This is an optimization exercise on Yosys and OpenROAD, whose aim is small area, a short achievable clock period and few clock cycles per item, not a production implementation. Only simulation tests tie the RTL to the original design; equivalence was not proved. Power figures rest on the tool's default switching activity, not on a simulated workload.

<file path="design.v">
module winnow_dec (
    input  wire        clk,
    input  wire        rst,
    input  wire        in_valid,
    output wire        in_ready,
    input  wire [7:0]  in_data,
    input  wire [6:0]  in_n,
    output wire        out_valid,
    input  wire        out_ready,
    output wire [31:0] out_data,
    output wire        out_last
);
    localparam S_HDR  = 2'd0;      
    localparam S_FLAG = 2'd1;      
    localparam S_RAW  = 2'd2;      
    localparam S_BITS = 2'd3;      
    localparam D_CODE = 3'd0;      
    localparam D_KBIT = 3'd1;      
    localparam D_ESC  = 3'd2;      
    localparam D_ONES = 3'd3;      
    localparam D_SKIP = 3'd4;      
    reg [1:0]  st;
    reg [2:0]  ds;
    reg [6:0]  n;
    reg [4:0]  kk;
    reg [2:0]  lgk;                
    reg        fc;
    reg [1:0]  mode;
    reg [6:0]  cnt;                
    reg [1:0]  wc;                 
    reg [1:0]  bi;                 
    reg [511:0] ring;              
    reg [5:0]  s;                  
    reg [7:0]  flag_c;
    reg [31:0] W;                  
    reg [5:0]  bcnt;
    reg        le24;               
    reg [7:0]  ib;                 
    reg        ibv;
    reg        rdyb;               
    reg        more;               
    reg [4:0]  qr;                 
    reg        uv;
    reg [24:0] u;                  
    reg        uwarm;
    reg [1:0]  upsel;              
    reg [7:0]  uflag;
    reg        ulast;
    reg        ov;
    reg [31:0] out_word;
    reg        olast;
    reg [23:0] x2;
    wire [23:0] x1 = out_word[31:8];
    assign out_valid = ov;
    assign out_data  = out_word;
    assign out_last  = olast;
    wire s2go    = uv && (!ov || out_ready);
    wire s1_free = !uv || s2go;
    wire in_bits = (st == S_BITS);
    assign in_ready = (st == S_HDR) ||
                      (st == S_FLAG && (fc || s == 6'd0)) ||
                      (st == S_RAW && !uv && (bi != 2'd3 || !ov)) ||
                      (in_bits && rdyb && (!ibv || le24));
    wire in_fire = in_valid && in_ready;
    wire fetch   = in_fire && in_bits;
    wire merge   = ibv && le24;
    reg [5:0] t;                   
    integer i;
    always @(*) begin
        t = 6'd32;
        for (i = 31; i >= 0; i = i - 1)
            if (!W[i]) t = i[5:0];
    end
    wire        warm    = (wc != 2'd0);
    wire        zero_in = (t != bcnt);               
    wire [6:0]  bk      = {1'b0, bcnt} - {2'd0, kk};
    wire        fits    = !bk[6] && (t < bk[5:0]);   
    wire [5:0]  tot     = t + {1'b0, kk} + 6'd1;
    wire [5:0]  t1      = t + 6'd1;
    wire        ones8   = &W[7:0];
    wire [31:0] wsh    = (W >> 1) >> t[4:0];
    wire [22:0] kmask  = ~(23'h7FFFFF << kk);
    wire [22:0] low    = ((ds == D_KBIT) ? W[22:0] : wsh[22:0]) & kmask;
    wire [4:0]  qsel   = (ds == D_KBIT) ? qr :
                         (ds == D_ONES) ? {2'b11, t[2:0]} : t[4:0];
    wire [24:0] u_rice = ({20'd0, qsel} << kk) | {2'd0, low};
    reg        emit;
    reg        wait_bits;          
    reg [5:0]  c;                  
    reg [24:0] u_n;
    reg        warm_n;
    reg [2:0]  ds_n;
    reg [4:0]  qr_n;
    always @(*) begin
        emit      = 1'b0;
        wait_bits = 1'b0;
        c         = 6'd0;
        u_n       = u_rice;
        warm_n    = 1'b0;
        ds_n      = ds;
        qr_n      = qr;
        case (ds)
            D_CODE: begin
                if (warm) begin
                    if (bcnt >= 6'd24) begin
                        emit   = 1'b1;
                        c      = 6'd24;
                        u_n    = {1'b0, W[23:0]};
                        warm_n = 1'b1;
                    end else
                        wait_bits = 1'b1;
                end else if (zero_in) begin
                    if (fits) begin
                        emit = 1'b1;
                        c    = tot;
                    end else begin
                        c    = t1;
                        ds_n = D_KBIT;
                        qr_n = t[4:0];
                    end
                end else if (bcnt >= 6'd25) begin
                    c    = 6'd24;
                    ds_n = D_ONES;
                end else
                    wait_bits = 1'b1;
            end
            D_ONES: begin
                if (ones8 && bcnt >= 6'd8) begin
                    c    = 6'd8;
                    ds_n = D_ESC;
                end else if (zero_in) begin
                    if (fits) begin
                        emit = 1'b1;
                        c    = tot;
                        ds_n = D_CODE;
                    end else begin
                        c    = t1;
                        ds_n = D_KBIT;
                        qr_n = {2'b11, t[2:0]};
                    end
                end else
                    wait_bits = 1'b1;
            end
            D_KBIT: begin
                if (bcnt >= {1'b0, kk}) begin
                    emit = 1'b1;
                    c    = {1'b0, kk};
                    ds_n = D_CODE;
                end else
                    wait_bits = 1'b1;
            end
            D_ESC: begin
                if (bcnt >= 6'd25) begin
                    emit = 1'b1;
                    u_n  = W[24:0];
                    if (bcnt >= 6'd27) begin
                        c    = 6'd27;
                        ds_n = D_CODE;
                    end else begin
                        c    = 6'd25;
                        ds_n = D_SKIP;
                    end
                end else
                    wait_bits = 1'b1;
            end
            default: begin  
                if (bcnt >= 6'd2) begin
                    c    = 6'd2;
                    ds_n = D_CODE;
                end else
                    wait_bits = 1'b1;
            end
        endcase
        if (!in_bits) begin
            emit      = 1'b0;
            wait_bits = 1'b0;
            c         = 6'd0;
            ds_n      = ds;
            qr_n      = qr;
        end
    end
    wire stall = emit && !s1_free;
    wire do_emit = emit && s1_free;
    wire [39:0] W_ins  = {8'd0, W} | (merge ? ({32'd0, ib} << bcnt) : 40'd0);
    wire [31:0] W_sh   = W_ins >> c;
    wire [31:0] W_next = stall ? W_ins[31:0] : W_sh;
    wire [5:0]  c_eff  = stall ? 6'd0 : c;
    wire [5:0]  bcnt_n = bcnt + (merge ? 6'd8 : 6'd0) - c_eff;
    wire [4:0]  cur_lb  = (ds == D_KBIT) ? kk :
                          (ds == D_ESC)  ? 5'd27 :
                          (ds == D_SKIP) ? 5'd2 :
                          (ds == D_CODE && warm) ? 5'd24 : (kk + 5'd1);
    wire [10:0] rest_sh = {4'd0, cnt} << lgk;
    wire [5:0]  rest_lb = (rest_sh[10:6] != 5'd0) ? 6'd63 : rest_sh[5:0];
    wire [6:0]  lb      = {2'd0, cur_lb} + {1'b0, rest_lb};
    wire [6:0]  held    = {1'b0, bcnt} + (ibv ? 7'd8 : 7'd0);
    wire        lb_a0   = held < lb;
    wire        lb_a1   = (held + 7'd8) < lb;
    wire        more_n  = wait_bits && !ibv && !fetch;
    wire last_code = (cnt == 7'd0);
    wire [23:0] e  = uwarm ? u[23:0] : (u[24:1] ^ {24{u[0]}});
    wire [23:0] pa = (upsel == 2'd0) ? 24'd0 :
                     (upsel == 2'd1) ? x1 : {x1[22:0], 1'b0};
    wire [23:0] pb = (upsel == 2'd2) ? ~x2 : 24'd0;
    wire        pc = (upsel == 2'd2);
    wire [23:0] cs_s = e ^ pa ^ pb;
    wire [23:0] cs_c = (e & pa) | (e & pb) | (pa & pb);
    wire [23:0] x    = cs_s + {cs_c[22:0], pc};
    always @(posedge clk) begin
        ring <= {ring[503:0], (in_fire && st == S_FLAG) ? in_data : ring[511:504]};
    end
    always @(posedge clk) begin
        if (fetch)
            ib <= in_data;
        if (s2go) begin
            out_word <= {x, uflag};
            olast    <= ulast;
            x2       <= x1;
        end else if (in_fire && st == S_RAW && bi == 2'd3) begin
            out_word <= {in_data, u[23:0]};
            olast    <= last_code;
        end
        if (do_emit) begin
            u     <= u_n;
            uwarm <= warm_n;
            upsel <= warm_n ? 2'd0 : mode;
            uflag <= fc ? flag_c : ring[8*s +: 8];
            ulast <= last_code;
        end else if (in_fire && st == S_RAW) begin
            u[8*bi +: 8] <= in_data;
        end
        if (!stall)
            qr <= qr_n;
    end
    always @(posedge clk) begin
        if (rst) begin
            st    <= S_HDR;
            ds    <= D_CODE;
            n     <= 7'd1;
            kk    <= 5'd0;
            lgk   <= 3'd0;
            fc    <= 1'b0;
            mode  <= 2'd0;
            cnt   <= 7'd0;
            wc    <= 2'd0;
            bi    <= 2'd0;
            s     <= 6'd0;
            flag_c <= 8'd0;
            W     <= 32'd0;
            bcnt  <= 6'd0;
            le24  <= 1'b1;
            ibv   <= 1'b0;
            rdyb  <= 1'b0;
            more  <= 1'b0;
            uv    <= 1'b0;
            ov    <= 1'b0;
        end else begin
            if (s2go || (in_fire && st == S_RAW && bi == 2'd3))
                ov <= 1'b1;
            else if (out_ready)
                ov <= 1'b0;
            if (do_emit)
                uv <= 1'b1;
            else if (s2go)
                uv <= 1'b0;
            W    <= in_bits ? W_next : 32'd0;
            bcnt <= in_bits ? bcnt_n : 6'd0;
            le24 <= in_bits ? (bcnt_n <= 6'd24) : 1'b1;
            ibv  <= in_bits && (fetch || (ibv && !merge));
            more <= in_bits && more_n;
            rdyb <= in_bits && (more_n || (fetch ? lb_a1 : lb_a0));
            if (!stall)
                ds <= ds_n;
            case (st)
                S_HDR: begin
                    s <= 6'd0;
                    if (in_fire) begin
                        n    <= in_n;
                        cnt  <= in_n - 7'd1;
                        kk   <= in_data[7:3];
                        lgk  <= (in_data[7:3] >= 5'd15) ? 3'd4 :
                                (in_data[7:3] >= 5'd7)  ? 3'd3 :
                                (in_data[7:3] >= 5'd3)  ? 3'd2 :
                                (in_data[7:3] >= 5'd1)  ? 3'd1 : 3'd0;
                        fc   <= in_data[2];
                        mode <= in_data[1:0];
                        wc   <= (in_data[1:0] == 2'd3) ? 2'd0 : in_data[1:0];
                        bi   <= 2'd0;
                        ds   <= D_CODE;
                        st   <= (in_data[1:0] == 2'd3) ? S_RAW : S_FLAG;
                    end
                end
                S_FLAG: begin
                    if (in_fire) begin
                        flag_c <= in_data;
                        cnt    <= cnt - 7'd1;
                        if (fc || cnt == 7'd0) begin
                            st   <= S_BITS;
                            cnt  <= n - 7'd1;
                            s    <= n[5:0] - 6'd1;
                            rdyb <= 1'b1;
                        end
                    end else begin
                        s <= s + 6'd1;
                    end
                end
                S_RAW: begin
                    if (in_fire) begin
                        bi <= bi + 2'd1;
                        if (bi == 2'd3) begin
                            cnt <= cnt - 7'd1;
                            if (last_code)
                                st <= S_HDR;
                        end
                    end
                end
                default: begin  
                    s <= s + (do_emit ? 6'd0 : 6'd1);
                    if (do_emit) begin
                        cnt <= cnt - 7'd1;
                        if (warm_n)
                            wc <= wc - 2'd1;
                        if (last_code)
                            st <= S_HDR;
                    end
                end
            endcase
        end
    end
endmodule
</file>
<file path="run.sh">
#!/bin/bash
# synth_recipe.tcl (not shown) runs the flow's synth.tcl, then flattens the netlist and writes it again
# the make line also repeats each setting of config.mk as NAME=value (left out here)
make -C /OpenROAD-flow-scripts/flow DESIGN_CONFIG=/design/flow/config.mk WORK_HOME=/design/flow/orfs CLKGATE_MAP_FILE= SYNTH_SCRIPT=/design/flow/synth_recipe.tcl finish
</file>
<file path="config.mk">
export PLATFORM = sky130hd
export DESIGN_NAME = winnow_dec
export DESIGN_NICKNAME = winnow_dec
export VERILOG_FILES = /design/flow/design.v
export SDC_FILE = /design/flow/constraint.sdc
export NUM_CORES = 4
export LEC_CHECK = 0
export ABC_CLOCK_PERIOD_IN_PS = 3000
export CAP_MARGIN = 20
export CORE_MARGIN = 2
export CORE_UTILIZATION = 40
export SETUP_SLACK_MARGIN = 5
export SLEW_MARGIN = 20
</file>
<file path="constraint.sdc">
create_clock -name core_clock -period 10.0 [get_ports {clk}]
set_input_delay 2.0000 -clock core_clock [delete_from_list [all_inputs] [get_ports {clk}]]
set_output_delay 2.0000 -clock core_clock [all_outputs]
set_load 0.01 [all_outputs]
</file>
==> results of run 1 <==
[critical path, stage by stage (launching register included)]
cell and delay [ns]:
dfxtp_2 0.49, nand4_1 0.22, nor4_4 0.39, buf_4 0.18, and2_1 0.19, ha_1 0.27
and2_4 0.18, a32o_1 0.31, or3_4 0.46, buf_4 0.17, o31ai_4 0.22, o221a_4 0.27
nand2_1 0.06, ha_1 0.27, ha_2 0.18, inv_2 0.04, fa_2 0.40, inv_2 0.05
a21o_1 0.11, a21oi_2 0.05, xnor2_1 0.12, or3_1 0.32, a21oi_2 0.15, a31oi_1 0.06
[cells by family after synthesis]
kind of cell	count (synthesis)	share of synthesized area, %
adder cells (fa/ha/maj)	114	4.89
XOR/XNOR	83	2.16
AND/OR/NAND/NOR	744	10.3
buffers and inverters	346	4.03
flip-flops	710	45.5
multiplexers	384	18.2
AO/OA/AOI/OAI	772	14.9
[layer usage]
layer | up-vias | part of all wire (%)
met5 | - | 0.046
met4 | 8 | 4.4
met2 | 1191 | 44
met1 | 12400 | 43
met3 | 296 | 8.0
li1 | 11700 | -
[power by group]
| part | internal, mW | switching (mW) | leakage [nW] |
|---|---|---|---|
| Clock | 1.59 | 1.15 | 1.20 |
| Sequential | 3.11 | 0.188 | 5.88 |
| Combinational | 0.838 | 1.03 | 7.95 |
[cell type report]
type / instances / share of cell area (%)
timing repair buffer: 174 / 4.82
sequential: 710 / 39.2
multi-input combinational: 2099 / 45.0
tap: 1080 / 3.45
clock inverter: 30 / 0.984
inverter: 120 / 1.26
clock buffer: 97 / 5.23
[cells in the final DEF, fill, tap and decap left out, types with 78 or more instances in the layout]
master	synthesis	final
dfxtp_1	603	560
mux4_2	176	176
inv_1	112	105
a21oi_1	221	212
buf_4	1	85
edfxtp_1	107	107
o21ai_0	147	133
ha_1	85	78
nand2_1	269	262
mux2i_1	153	138
nor2_1	202	195
clkbuf_16	0	79
[worst paths after layout]
check / endpoint / cells past startpoint
worst max-delay path: le24 / 23
worst max register to register: le24 / 23
worst min register to register: ring[173] / 0
worst min-delay path: ring[173] / 0
[registers in the layout, indices dropped and copies added (netlist names), 3 cells and up]
register / count
n: 7
kk: 5
ds: 3
s: 6
bcnt: 6
cnt: 7
uflag: 8
qr: 5
lgk: 3
ib: 8
flag_c: 8
u: 25
W: 32
out_word: 32
ring: 512
x2: 24
[what timing repair did]
action | in CTS | in global routing
buffers inserted | 39 | 20
setup endpoints to repair | 125 | 80
cloned | 9 | 6
gates resized for setup | 130 | 95
pin swaps | 18 | 27
hold buffers | 0 | 0
[per-stage QoR]
step / instances / util, %
after floorplan: 3153 / -
after global placement: 4109 / 42.1
after detailed placement: 4109 / 42.1
after CTS: 4284 / 46.2
after global routing: 4310 / 46.9
final: 4310 / 46.9
==> impl_metrics.csv, run 1 <==
group,metric,value,unit
layout,fin_nets,3310,
cts,cts-htree-levels,3,
floorplan,fp.coreArea,83400,sq um
drt,avgRoutedWirePerCell,23.3,um
sta,slew_violations,0,
floorplan,rows,106,
floorplan,dieArea,86300,sq um
global_route,grt_use_met2,34.8,%
global_route,grt_pass1_wl,152,mm
floorplan,dieHeight,294,um
cts,clkLatencyLatePin,0.63,ns
sta,hold_viol,0,
placed_design,dp_slack,3.12,ns
synthesis,synth_edf_count,107,
sta,fin_setup_tns,0,ns
layout,regArea,15400,sq um
cts,tritoncts,"built",
synthesis,yosys_most_used_dff,"dfxtp_1",
hold_path,hold_class,"reg -> reg",
pwr,power_density,202,nW/um^2
global_route,grt_max_degree,64,
sta,setup_ws,4.73,ns
worst_setup_path,r2r-start,"W[16]",
worst_setup_path,crit_path_start_kind,"flip-flop",
floorplan,initial_core_util,40.3,%
pwr,total_power,7.90,mW
synthesis,synth_nets,3286,
sta,worst_slew_pin_slew,1.09,ns
cts,clock_path_buffers,3,
sta,setup_viol,0,
outcome,run_status,"no timing/DRC/antenna violations",
synthesis,synth_area_leaders,"dfxtp_1 36%, mux4_2 12%, edfxtp_1 9.6%",
global_route,met3_usage,4.14,%
worst_setup_path,worstSetupPathType,"reg -> reg",
layout,drive_above_1_share,20.1,%
cts,root_buffer,"clkbuf_16",
pwr,p_leak,15.0,nW
sta,max_slew_margin,26.6,%
global_route,antenna_found_initial,6,
sta,finalCritPeriodShare,52.7,%
synthesis,syn_area,33600,sq um
placed_design,place_congestion,0.993,
synthesis,yosys.area.top_type,"dfxtp_1",
drt,dr.pass1.iters,8,
drt,vias_per_cell,5.96,
sta,fin_skew,0.0335,ns
synthesis,syn_avg_cell_area,10.7,sq um
global_route,grt_overflow,0,
synthesis,synth_sequential_area_ratio,45.5,%
cts,cts_made_buffers,72,
worst_setup_path,cp-startpoint,"W[16]",
layout,finalInstanceArea,39200,sq um
sta,worst_hold_slack,0.333,ns
placed_design,dpl_cell_area,35100,sq um
pwr,max-vdd-ir-drop,0.000183,V
synthesis,async_flop_share,0,%
synthesis,yosysMostFrequentCell,"dfxtp_1",
worst_setup_path,crit_arrival,5.77,ns
synthesis,synth_top_area_share,35.9,%
synthesis,yosysWarnings,1,
layout,final.fill_count,7580,
placed_design,dp_hpwl,67.1,mm
layout,diodes,0,
drt,drc,0,
worst_setup_path,cp.required,10.49,ns
cts,path_clk_slew,0.07,ns
global_route,grt_pass1_vias,24600,
synthesis,ys_types,90,
cts,cts.sinks,710,
job,maxCapViolations,0,
synthesis,synth_cells,3153,
global_route,met1_usage,31.7,%
drt,via_count,25700,
worst_setup_path,r2r_slack,4.73,ns
floorplan,io_pins,54,
sta,layout_min_cycle_time,5.27,ns
worst_setup_path,endpoint_kind,"flip-flop",
floorplan,die_w,294,um
drt,antenna_left,0,
layout,area_delta_synth_final,16.6,%
hold_path,min-delay-start,"ring[165]",
synthesis,ys_ff_latch,710,
drt,wl,100,mm
layout,multi_input_area,17600,sq um
placed_design,io_buffers,53,
global_route,top_usage_layer,"met2",
drt,dr.first_iter.drc_count,2794,
global_route,grt_usage,22.8,%
worst_setup_path,cp_max_fo,10,
sta,fmax,0.190,GHz
sta,grt_setup_unrepaired,"yes",
synthesis,synth_common_cells,"603 x dfxtp_1, 269 x nand2_1, 221 x a21oi_1",
Testbench counts, summed over its fixed seeds: cycles 36,728, blocks 320.
==> run 2: changes to the inputs <==
--- a/config.mk
+++ b/config.mk
@@ -6,8 +6,6 @@
 export NUM_CORES = 4
 export LEC_CHECK = 0
-export ABC_CLOCK_PERIOD_IN_PS = 3000
 export CAP_MARGIN = 20
 export CORE_MARGIN = 2
 export CORE_UTILIZATION = 40
-export SETUP_SLACK_MARGIN = 5
 export SLEW_MARGIN = 20
==> run 2 against run 1 <==
Combinational power is 8% lower. Worst setup slack worse by 2.1 ns. Flip-flop and latch count stayed put. Clock skew is 0.016 ns lower. Critical path type unchanged. Highest routed layer unchanged.
==> impl_metrics.csv, run 2 <==
group,metric,value,unit
outcome,run_status,"no timing/DRC/antenna violations",
layout,fin_nets,3231,
synthesis,synth_nets,3286,
synthesis,yosys_most_used_dff,"dfxtp_1",
worst_setup_path,cp-startpoint,"kk[2]",
drt,avgRoutedWirePerCell,22.5,um
worst_setup_path,r2r-start,"kk[2]",
synthesis,syn_area,33600,sq um
sta,hold_viol,0,
layout,top_register,"ring",
synthesis,async_flop_share,0,%
sta,grt_setup_unrepaired,"no",
hold_path,hold_class,"reg -> reg",
layout,final_common_cell,"dfxtp_1",
sta,slew_violations,0,
drt,wl,95.2,mm
job,maxCapViolations,0,
synthesis,ys_ff_latch,710,
synthesis,synth_sequential_area_ratio,45.5,%
global_route,grt_overflow,0,
layout,mostFrequentLayoutCells,"599 x dfxtp_1, 268 x nand2_1, 220 x a21oi_1",
global_route,grt_pass1_wl,147,mm
placed_design,io_buffers,53,
sta,fmax,0.136,GHz
worst_setup_path,crit_path_start_kind,"flip-flop",
synthesis,syn_avg_cell_area,10.7,sq um
drt,via_count,24900,
worst_setup_path,crit_arrival,7.84,ns
synthesis,yosysMostFrequentCell,"dfxtp_1",
sta,finalCritPeriodShare,73.5,%
layout,diodes,0,
sta,fin_setup_tns,0,ns
worst_setup_path,worstSetupPathType,"reg -> reg",
worst_setup_path,cp_max_fo,23,
global_route,grt_pass1_vias,23900,
sta,max_slew_margin,26.4,%
cts,root_buffer,"clkbuf_16",
floorplan,dieArea,86300,sq um
worst_setup_path,endpoint_kind,"flip-flop",
floorplan,initial_core_util,40.3,%
cts,cts-htree-levels,3,
global_route,antenna_found_initial,2,
sta,fin_skew,0.0179,ns
cts,cts_resized,0,
floorplan,dieHeight,294,um
sta,worst_slew_pin_slew,1.10,ns
synthesis,synth_area_leaders,"dfxtp_1 36%, mux4_2 12%, edfxtp_1 9.6%",
cts,post-cts-setup-buffers,0,
worst_setup_path,cp_slowest_cell,"dfxtp_1",
pwr,power_density,209,nW/um^2
drt,vias_per_cell,5.88,
pwr,swShare,29.9,%
global_route,grt_max_degree,92,
drt,dr.first_iter.drc_count,2821,
drt,dr.pass1.iters,7,
sta,setup_viol,0,
pwr,power_switching,2.34,mW
drt,drc,0,
hold_path,min-delay-start,"ring[403]",
cts,clock_path_buffers,3,
cts,clkLatencyLatePin,0.63,ns
floorplan,rows,106,
cts,holdBufCountCts,0,
synthesis,synth_cells,3153,
global_route,grt_usage,21.9,%
pwr,total_power,7.82,mW
layout,drive_above_1_share,13.7,%
cts,path_clk_slew,0.06,ns
pwr,intPower,5.48,mW
floorplan,io_pins,54,
synthesis,synth_edf_count,107,
layout,largest_reg_flops,512,
pwr,p_clk_share,35.0,%
cts,tritoncts,"built",
pwr,max-vdd-ir-drop,0.000172,V
synthesis,synth_common_cells,"603 x dfxtp_1, 269 x nand2_1, 221 x a21oi_1",
sta,layout_min_cycle_time,7.35,ns
worst_setup_path,critPathMostFrequentCell,"ha_1",
placed_design,place_congestion,1.01,
layout,final_core_util,44.9,%
floorplan,die_w,294,um
synthesis,ys_types,90,
cts,cts.sinks,710,
drt,antenna_left,0,
placed_design,dp_hpwl,66.5,mm
synthesis,yosysWarnings,1,
worst_setup_path,crit_family,"simple AND/OR/NAND/NOR gates",
pwr,pwr-share-comb,22.0,%
pwr,seq_power_share,43.0,%
cts,cts_made_buffers,70,
synthesis,yosys.area.top_type,"dfxtp_1",
layout,area_delta_synth_final,11.5,%
layout,reg_top3,"ring (512), W (32), out_word (32)",
floorplan,fp.coreArea,83400,sq um
synthesis,synth_top_area_share,35.9,%
worst_setup_path,path_buf_inv,4,
worst_setup_path,slowest_delay,0.86,ns
worst_setup_path,cp.required,10.49,ns
pwr,p_leak,14.4,nW
==> run 2: changes by cell type in the layout (fill, tap and decap cells not counted), moves of 9 or more <==
cell / delta
buf_12: -13
buf_4: -41
dfxtp_1: +39
dfxtp_2: -30
dfxtp_4: -9
mux2i_1: +15
mux2i_2: -12
o21ai_0: +14
==> run 2: worst paths after layout <==
check	endpoint	slack (ns)	cells after the start
worst max-delay path	le24	2.65	28
worst max register to register	le24	2.65	28
worst min-delay path	ring[411]	0.34	0
worst min register to register	ring[411]	0.34	0
==> run 2: layer usage <==
layer  routed length (um)  up-vias  global-route usage [%]  part of all wire (%)
li1                     -    11500                       -                     -
met5                   11        -                       0                 0.012
met2                43200     1028                    34.2                    45
met1                41000    12100                    29.8                    43
met3                 6730      235                    3.90                   7.1
met4                 4190        2                    9.58                   4.4
==> run 2: kinds of logic after synthesis <==
| logic type | share of synthesized area [%] |
|---|---|
| multiplexers | 18.2 |
| XOR/XNOR | 2.16 |
| flip-flops | 45.5 |
| adder cells (fa/ha/maj) | 4.89 |
| buffers and inverters | 4.03 |
| AO/OA/AOI/OAI | 14.9 |
| AND/OR/NAND/NOR | 10.3 |
==> run 2: power by group through the flow <==
stage	Clock (mW)	Sequential, mW	Combinational, mW
after floorplan	0	3.24	1.46
after global placement	0	3.43	1.71
after detailed placement	0	3.43	1.72
after CTS	2.80	3.37	1.73
after global routing	2.92	3.41	1.91
final	2.74	3.37	1.72
==> run 2: worst reg2reg max path, delay by kind of cell (launching register included) <==
| family | cells | cell delay, ns |
|---|---|---|
| compound gates | 8 | 1.37 |
| fa+ha+maj | 5 | 1.53 |
| buf+inv | 4 | 0.46 |
| simple gates | 9 | 2.75 |
| flops | 1 | 0.86 |
| xor+xnor | 2 | 0.27 |
==> run 2: area by class of cell <==
type / count / area, sq um
Fill cell: 7662 / 46000
Multi-Input combinational cell: 2097 / 17000
Timing Repair Buffer: 99 / 891
Sequential cell: 710 / 15300
Inverter: 120 / 450
Tap cell: 1080 / 1350
Clock inverter: 32 / 432
Clock buffer: 96 / 2020
==> run 2: metrics by stage <==
stage / worst slack, ns / hold WS, ns / instance area [sq um] / cells
2_1_floorplan: 3.76 / 0.326 / 33600 / 3153
3_3_place_gp: 2.87 / 0.327 / 35000 / 4105
3_5_place_dp: 2.73 / 0.331 / 35000 / 4105
4_1_cts: 2.70 / 0.342 / 37400 / 4233
5_1_grt: 2.12 / 0.349 / 37500 / 4234
6_report: 2.65 / 0.339 / 37500 / 4234

[port drivers added, routing unchanged]
No port has a modelled driver above. Below, the same layouts with a new extraction and two added sets of constraints. Step 1, drivers: a clkbuf_16 drives clk and a buf_2 each remaining input, both assumed. Step 2, shift: input delay + t, output delay - t, t = (earliest + latest rising clock arrival at the registers) / 2. This alone moves slack from input paths to output paths. Slacks: ideal ports / drivers / drivers and shift; pairs: ideal ports / drivers.
run | t, ns | setup slack, ns | worst setup path after step 2 | latest minus earliest clock arrival (ns) | worst register clock-pin slew, ns
run 1 | 0.680 | 4.726 / 4.726 / 4.363 | input to register | 0.033 / 0.033 | 0.07 / 0.07
run 2 | 0.680 | 2.647 / 2.647 / 2.647 | register to register | 0.026 / 0.026 | 0.07 / 0.07
After both steps every run listed still meets setup and hold. For run 1, which loses most, drivers alone change the setup slack by 0.000 ns; drivers and shift together by -0.363 ns.
